From an optimization exercise on the open Yosys and OpenROAD flow, aimed at small area; shortcuts taken in it are not production practice. In this exercise RTL edits were held to simulation tests only and were not proved equivalent to the original.

==> flow/design.v <==
module wfq_sched (
    input  wire        clk,
    input  wire        rst,
    input  wire        enq_valid,
    input  wire [3:0]  enq_queue,
    input  wire [12:0] enq_len,
    input  wire        enq_green,
    output wire        enq_ready,
    input  wire        cfg_we,
    input  wire [3:0]  cfg_queue,
    input  wire [7:0]  cfg_weight,
    input  wire [15:0] elig,
    output reg         grant_valid,
    output reg  [3:0]  grant_queue,
    output reg  [12:0] grant_len,
    output reg         grant_green,
    output reg  [31:0] grant_finish
);
    reg [31:0] vtime;
    reg [7:0]  weight [0:15];    
    reg [3:0]  vld    [0:15];
    reg [31:0] fin    [0:63];    
    reg [12:0] len    [0:63];
    reg        grn    [0:63];
    reg [3:0]  hsel   [0:15];    
    reg [31:0] head_fin [0:15];
    reg [12:0] head_len [0:15];
    reg [15:0] head_grn;
    reg [15:0] head_ge;          
    reg [15:0] cand;
    wire [31:0] pivot = vtime ^ 32'h8000_0000;
    integer q, k, b;
    function automatic ge32(input [31:0] a, input [31:0] b);
        integer n;
        reg cy;
        begin
            cy = 1'b1;
            for (n = 0; n < 32; n = n + 1)
                cy = (a[n] & ~b[n]) | (cy & (a[n] | ~b[n]));
            ge32 = cy;
        end
    endfunction
    always @(*) begin
        for (q = 0; q < 16; q = q + 1) begin
            hsel[q] = vld[q] & ~{1'b0, vld[q][3:1]};
            head_fin[q] = 32'd0;
            head_grn[q] = 1'b0;
            head_len[q] = 13'd0;
            for (k = 0; k < 4; k = k + 1) begin
                head_len[q] = head_len[q] | ({13{hsel[q][k]}} & len[q*4+k]);
                head_fin[q] = head_fin[q] | ({32{hsel[q][k]}} & fin[q*4+k]);
                head_grn[q] = head_grn[q] | (hsel[q][k] & grn[q*4+k]);
            end
            head_ge[q] = ge32(head_fin[q], pivot);
            cand[q]    = vld[q][0] & elig[q];
        end
    end
    reg [15:0] c;
    reg [15:0] keep;
    reg [15:0] fbit;
    reg [15:0] onehot;
    always @(*) begin
        grant_valid = |cand;
        c = cand;
        keep = c & head_grn;
        grant_green = |keep;
        if (|keep) c = keep;
        keep = c & head_ge;
        if (|keep) c = keep;
        for (b = 31; b >= 0; b = b - 1) begin
            for (q = 0; q < 16; q = q + 1)
                fbit[q] = head_fin[q][b];
            keep = c & ~fbit;
            grant_finish[b] = ~|keep;
            if (|keep) c = keep;
        end
        onehot = c & ~{c[14:0] | {c[13:0], 1'b0} | {c[12:0], 2'b0} | {c[11:0], 3'b0} |
                       {c[10:0], 4'b0} | {c[9:0], 5'b0} | {c[8:0], 6'b0} | {c[7:0], 7'b0} |
                       {c[6:0], 8'b0} | {c[5:0], 9'b0} | {c[4:0], 10'b0} | {c[3:0], 11'b0} |
                       {c[2:0], 12'b0} | {c[1:0], 13'b0} | {c[0], 14'b0}, 1'b0};
        grant_queue = 4'd0;
        for (q = 0; q < 16; q = q + 1)
            grant_queue = grant_queue | ({4{onehot[q]}} & q[3:0]);
        grant_len = 13'd0;
        for (q = 0; q < 16; q = q + 1)
            grant_len = grant_len | ({13{onehot[q]}} & head_len[q]);
    end
    wire [15:0] enq_sel   = 16'd1 << enq_queue;
    reg  [3:0]  enq_vld;
    reg  [31:0] tail_fin;
    reg  [7:0]  enq_w;
    integer     t;
    always @(*) begin
        enq_vld  = 4'd0;
        tail_fin = 32'd0;
        enq_w    = 8'd0;
        for (t = 0; t < 16; t = t + 1) begin
            enq_vld  = enq_vld  | ({4{enq_sel[t]}}  & vld[t]);
            tail_fin = tail_fin | ({32{enq_sel[t]}} & fin[t*4]);
            enq_w    = enq_w    | ({8{enq_sel[t]}}  & weight[t]);
        end
    end
    wire        tail_lo   = ge32({1'b0, tail_fin[30:0]}, {1'b0, vtime[30:0]});
    wire        tail_pos  = (tail_fin[31] ^ vtime[31] ^ tail_lo) && (tail_fin != vtime);
    wire [31:0] start_tag = (enq_vld[0] && tail_pos) ? tail_fin : vtime;
    wire [20:0] dividend = {enq_len, 8'd0};
    reg  [20:0] quot;
    reg  [8:0]  rem, trial, diff;
    reg  [8:0]  dsr;
    reg         bw;
    integer j, n;
    always @(*) begin
        dsr = {1'b0, enq_w};
        rem = 9'd0;
        for (j = 20; j >= 0; j = j - 1) begin
            trial = {rem[7:0], dividend[j]};
            bw = 1'b0;
            for (n = 0; n < 9; n = n + 1) begin
                diff[n] = trial[n] ^ dsr[n] ^ bw;
                bw      = (~trial[n] & (dsr[n] | bw)) | (dsr[n] & bw);
            end
            quot[j] = ~bw;
            rem = bw ? trial : diff;
        end
    end
    wire [20:0] incr    = {quot[20:1], quot[0] | (enq_len == 13'd0)};
    reg  [20:0] pg, pp, gen, prop;
    reg  [20:0] sum_lo;
    integer     d, m;
    always @(*) begin
        gen  = start_tag[20:0] & incr;
        prop = start_tag[20:0] ^ incr;
        pg   = gen;
        pp   = prop;
        for (d = 1; d < 21; d = d * 2)
            for (m = 0; m < 21; m = m + 1)
                if (m & d) begin
                    pg[m] = pg[m] | (pp[m] & pg[(m & ~(d - 1)) - 1]);
                    pp[m] = pp[m] & pp[(m & ~(d - 1)) - 1];
                end
        sum_lo = prop ^ {pg[19:0], 1'b0};
    end
    wire [10:0] hi_inc  = start_tag[31:21] + 11'd1;
    wire [31:0] enq_fin = {pg[20] ? hi_inc : start_tag[31:21], sum_lo};
    assign enq_ready = ~enq_vld[3];
    wire do_enq = enq_valid & ~enq_vld[3];
    integer i;
    always @(posedge clk) begin
        if (rst) begin
            vtime <= 32'd0;
            for (i = 0; i < 16; i = i + 1) begin
                weight[i] <= 8'd16;
                vld[i]    <= 4'd0;
            end
        end else begin
            if (grant_valid)
                vtime <= grant_finish;
            for (i = 0; i < 16; i = i + 1) begin
                if (do_enq && enq_queue == i && !(grant_valid && onehot[i]))
                    vld[i] <= {vld[i][2:0], 1'b1};
                else if (!(do_enq && enq_queue == i) && grant_valid && onehot[i])
                    vld[i] <= {1'b0, vld[i][3:1]};
            end
            if (cfg_we)
                weight[cfg_queue] <= (cfg_weight == 8'd0) ? 8'd1 : cfg_weight;
        end
    end
    always @(posedge clk) begin
        if (do_enq) begin
            for (i = 0; i < 16; i = i + 1) begin
                if (enq_queue == i) begin
                    fin[i*4+3] <= fin[i*4+2];
                    fin[i*4+2] <= fin[i*4+1];
                    fin[i*4+1] <= fin[i*4+0];
                    fin[i*4+0] <= enq_fin;
                    len[i*4+3] <= len[i*4+2];
                    len[i*4+2] <= len[i*4+1];
                    len[i*4+1] <= len[i*4+0];
                    len[i*4+0] <= enq_len;
                    grn[i*4+3] <= grn[i*4+2];
                    grn[i*4+2] <= grn[i*4+1];
                    grn[i*4+1] <= grn[i*4+0];
                    grn[i*4+0] <= enq_green;
                end
            end
        end
    end
endmodule
==> flow/config.mk <==
export PLATFORM = sky130hd
export DESIGN_NAME = wfq_sched
export DESIGN_NICKNAME = wfq_sched
export VERILOG_FILES = /design/flow/design.v
export SDC_FILE = /design/flow/constraint.sdc
export NUM_CORES = 8
export LEC_CHECK = 0
export CAP_MARGIN = 20
export CORE_MARGIN = 2
export CORE_UTILIZATION = 60
export SETUP_SLACK_MARGIN = 2
export SLEW_MARGIN = 20
==> flow/constraint.sdc <==
create_clock -name core_clock -period 80.0 [get_ports {clk}]
set_input_delay 16.0000 -clock core_clock [delete_from_list [all_inputs] [get_ports {clk}]]
set_output_delay 16.0000 -clock core_clock [all_outputs]
set_load 0.01 [all_outputs]
standard.sh (not shown) runs the stock make flow with config.mk's settings and CLKGATE_MAP_FILE= SYNTH_SCRIPT=/design/flow/synth_recipe.tcl, a recipe that flattens the netlist after the stock synthesis.
==> flow/flow/run.sh <==
#!/bin/bash
# Own layout flow: the standard layout (standard.sh), with these changes:
#  - synthesis: the ABC step maps for area (flow/area.abc) instead of ORFS's
#    speed script, and adders are left to ABC (no full-adder extraction);
#    registers, their names and cell types are the standard synthesis's;
#  - CTS: sink clusters of up to 25 flip-flops, no dummy loads;
#  - port buffers are buf_1 cells;
#  - up to 12 rounds of antenna repair after detailed routing.
# Each tool's full output is in orfs/logs/ (per ORFS step) and make_finish.log.
set -euo pipefail
W=$(pwd)
# ORFS's synth.tcl, with the ABC script swapped
sed '/^source \$::env(SCRIPTS_DIR)\/synth_preamble.tcl/a set abc_args [lreplace $abc_args 1 1 '"$W"'/flow/area.abc]' \
    "$FLOW_HOME/scripts/synth.tcl" > "$W/own_synth_core.tcl"
grep -q 'flow/area.abc' "$W/own_synth_core.tcl"
# The standard flow's synthesis wrapper, sourcing that copy
sed 's#source \$::env(SCRIPTS_DIR)/synth.tcl#source '"$W"'/own_synth_core.tcl#' \
    "$W/synth_recipe.tcl" > "$W/own_synth.tcl"
grep -q own_synth_core "$W/own_synth.tcl"
CTS="-sink_clustering_enable -repair_clock_nets -dont_use_dummy_load -sink_clustering_size 25 -sink_clustering_max_diameter 70"
bash "$W/standard.sh" SYNTH_SCRIPT="$W/own_synth.tcl" ADDER_MAP_FILE= "CTS_ARGS=$CTS" "BUFFER_PORTS_ARGS=-buffer_cell sky130_fd_sc_hd__buf_1" MAX_REPAIR_ANTENNAS_ITER_DRT=12 finish > "$W/make_finish.log" 2>&1
==> flow/flow/area.abc <==
strash
dc2
dc2
&get -n
&dch -f
&nf -R 1000 -p -F 8 -C 32
&put
strash
dc2
&get -n
&dch -f
&nf -R 1000 -p -F 8 -C 32
&put
==> next run, changes <==
--- a/flow/flow/run.sh
+++ b/flow/flow/run.sh
@@ -7,2 +7 @@
-#  - port buffers are buf_1 cells;
-#  - up to 12 rounds of antenna repair after detailed routing.
+#  - port buffers are buf_1 cells.
@@ -21 +20 @@
-bash "$W/standard.sh" SYNTH_SCRIPT="$W/own_synth.tcl" ADDER_MAP_FILE= "CTS_ARGS=$CTS" "BUFFER_PORTS_ARGS=-buffer_cell sky130_fd_sc_hd__buf_1" MAX_REPAIR_ANTENNAS_ITER_DRT=12 finish > "$W/make_finish.log" 2>&1
+bash "$W/standard.sh" SYNTH_SCRIPT="$W/own_synth.tcl" ADDER_MAP_FILE= "CTS_ARGS=$CTS" "BUFFER_PORTS_ARGS=-buffer_cell sky130_fd_sc_hd__buf_1" finish > "$W/make_finish.log" 2>&1
Result: This time the run finished but fails on antenna violations; cell area barely changes; synthesized cell count stays the same; global-route usage does not change; synthesized area stays the same; routed wire length hardly moves; clock-buffer cell count stays the same; clock skew is about the same; core utilization is about the same; setup slack barely changes; via count is about the same.
==> next run, changes <==
--- a/flow/flow/run.sh
+++ b/flow/flow/run.sh
@@ -7 +7,2 @@
-#  - port buffers are buf_1 cells.
+#  - port buffers are buf_1 cells;
+#  - up to 12 rounds of antenna repair after detailed routing.
@@ -20 +21 @@
-bash "$W/standard.sh" SYNTH_SCRIPT="$W/own_synth.tcl" ADDER_MAP_FILE= "CTS_ARGS=$CTS" "BUFFER_PORTS_ARGS=-buffer_cell sky130_fd_sc_hd__buf_1" finish > "$W/make_finish.log" 2>&1
+bash "$W/standard.sh" SYNTH_SCRIPT="$W/own_synth.tcl" ADDER_MAP_FILE= "CTS_ARGS=$CTS" "BUFFER_PORTS_ARGS=-buffer_cell sky130_fd_sc_hd__buf_1" MAX_REPAIR_ANTENNAS_ITER_DRT=12 finish > "$W/make_finish.log" 2>&1
CORE_UTILIZATION = 55   (was 60)
=> The changed run passed the timing, design-rule and antenna checks. Design area rose by 0.37%. Synthesized cell count stays the same. Hold slack gets worse by 0.016 ns. Register-to-register slack improved by 0.41 ns. Sequential share of layout area drops by 0.24 points. Worst setup slack gains 0.42 ns. Global-route usage falls by 3.6 points.

## static timing again, ports no longer ideal
In the flow no input, the clock included, has a driving cell. The finished layouts below were timed again as built, in two steps.
Step 1 (the two cells are an assumption about what drives the block):
set clk [get_ports {clk}]
set_driving_cell -lib_cell sky130_fd_sc_hd__clkbuf_16 $clk
set_driving_cell -lib_cell sky130_fd_sc_hd__buf_2 [delete_from_list [all_inputs] $clk]
Step 2 also shifts input and output timing later by t, the mid clock arrival at the registers, as if the neighbouring blocks saw the same clock.
a / b / c = ideal ports / drivers / drivers and shift; a / b = the first two.
run	t, ns	slack for setup (ns)	worst data-port slew with drivers (ns)
the first run	0.943	4.509 / 4.483 / 4.483	0.15
the second run	0.942	4.510 / 4.484 / 4.484	0.15
the third run	0.930	4.929 / 4.897 / 4.897	0.06
For the third run, which loses most, drivers alone change the setup slack by -0.032 ns; drivers and shift together by -0.032 ns.
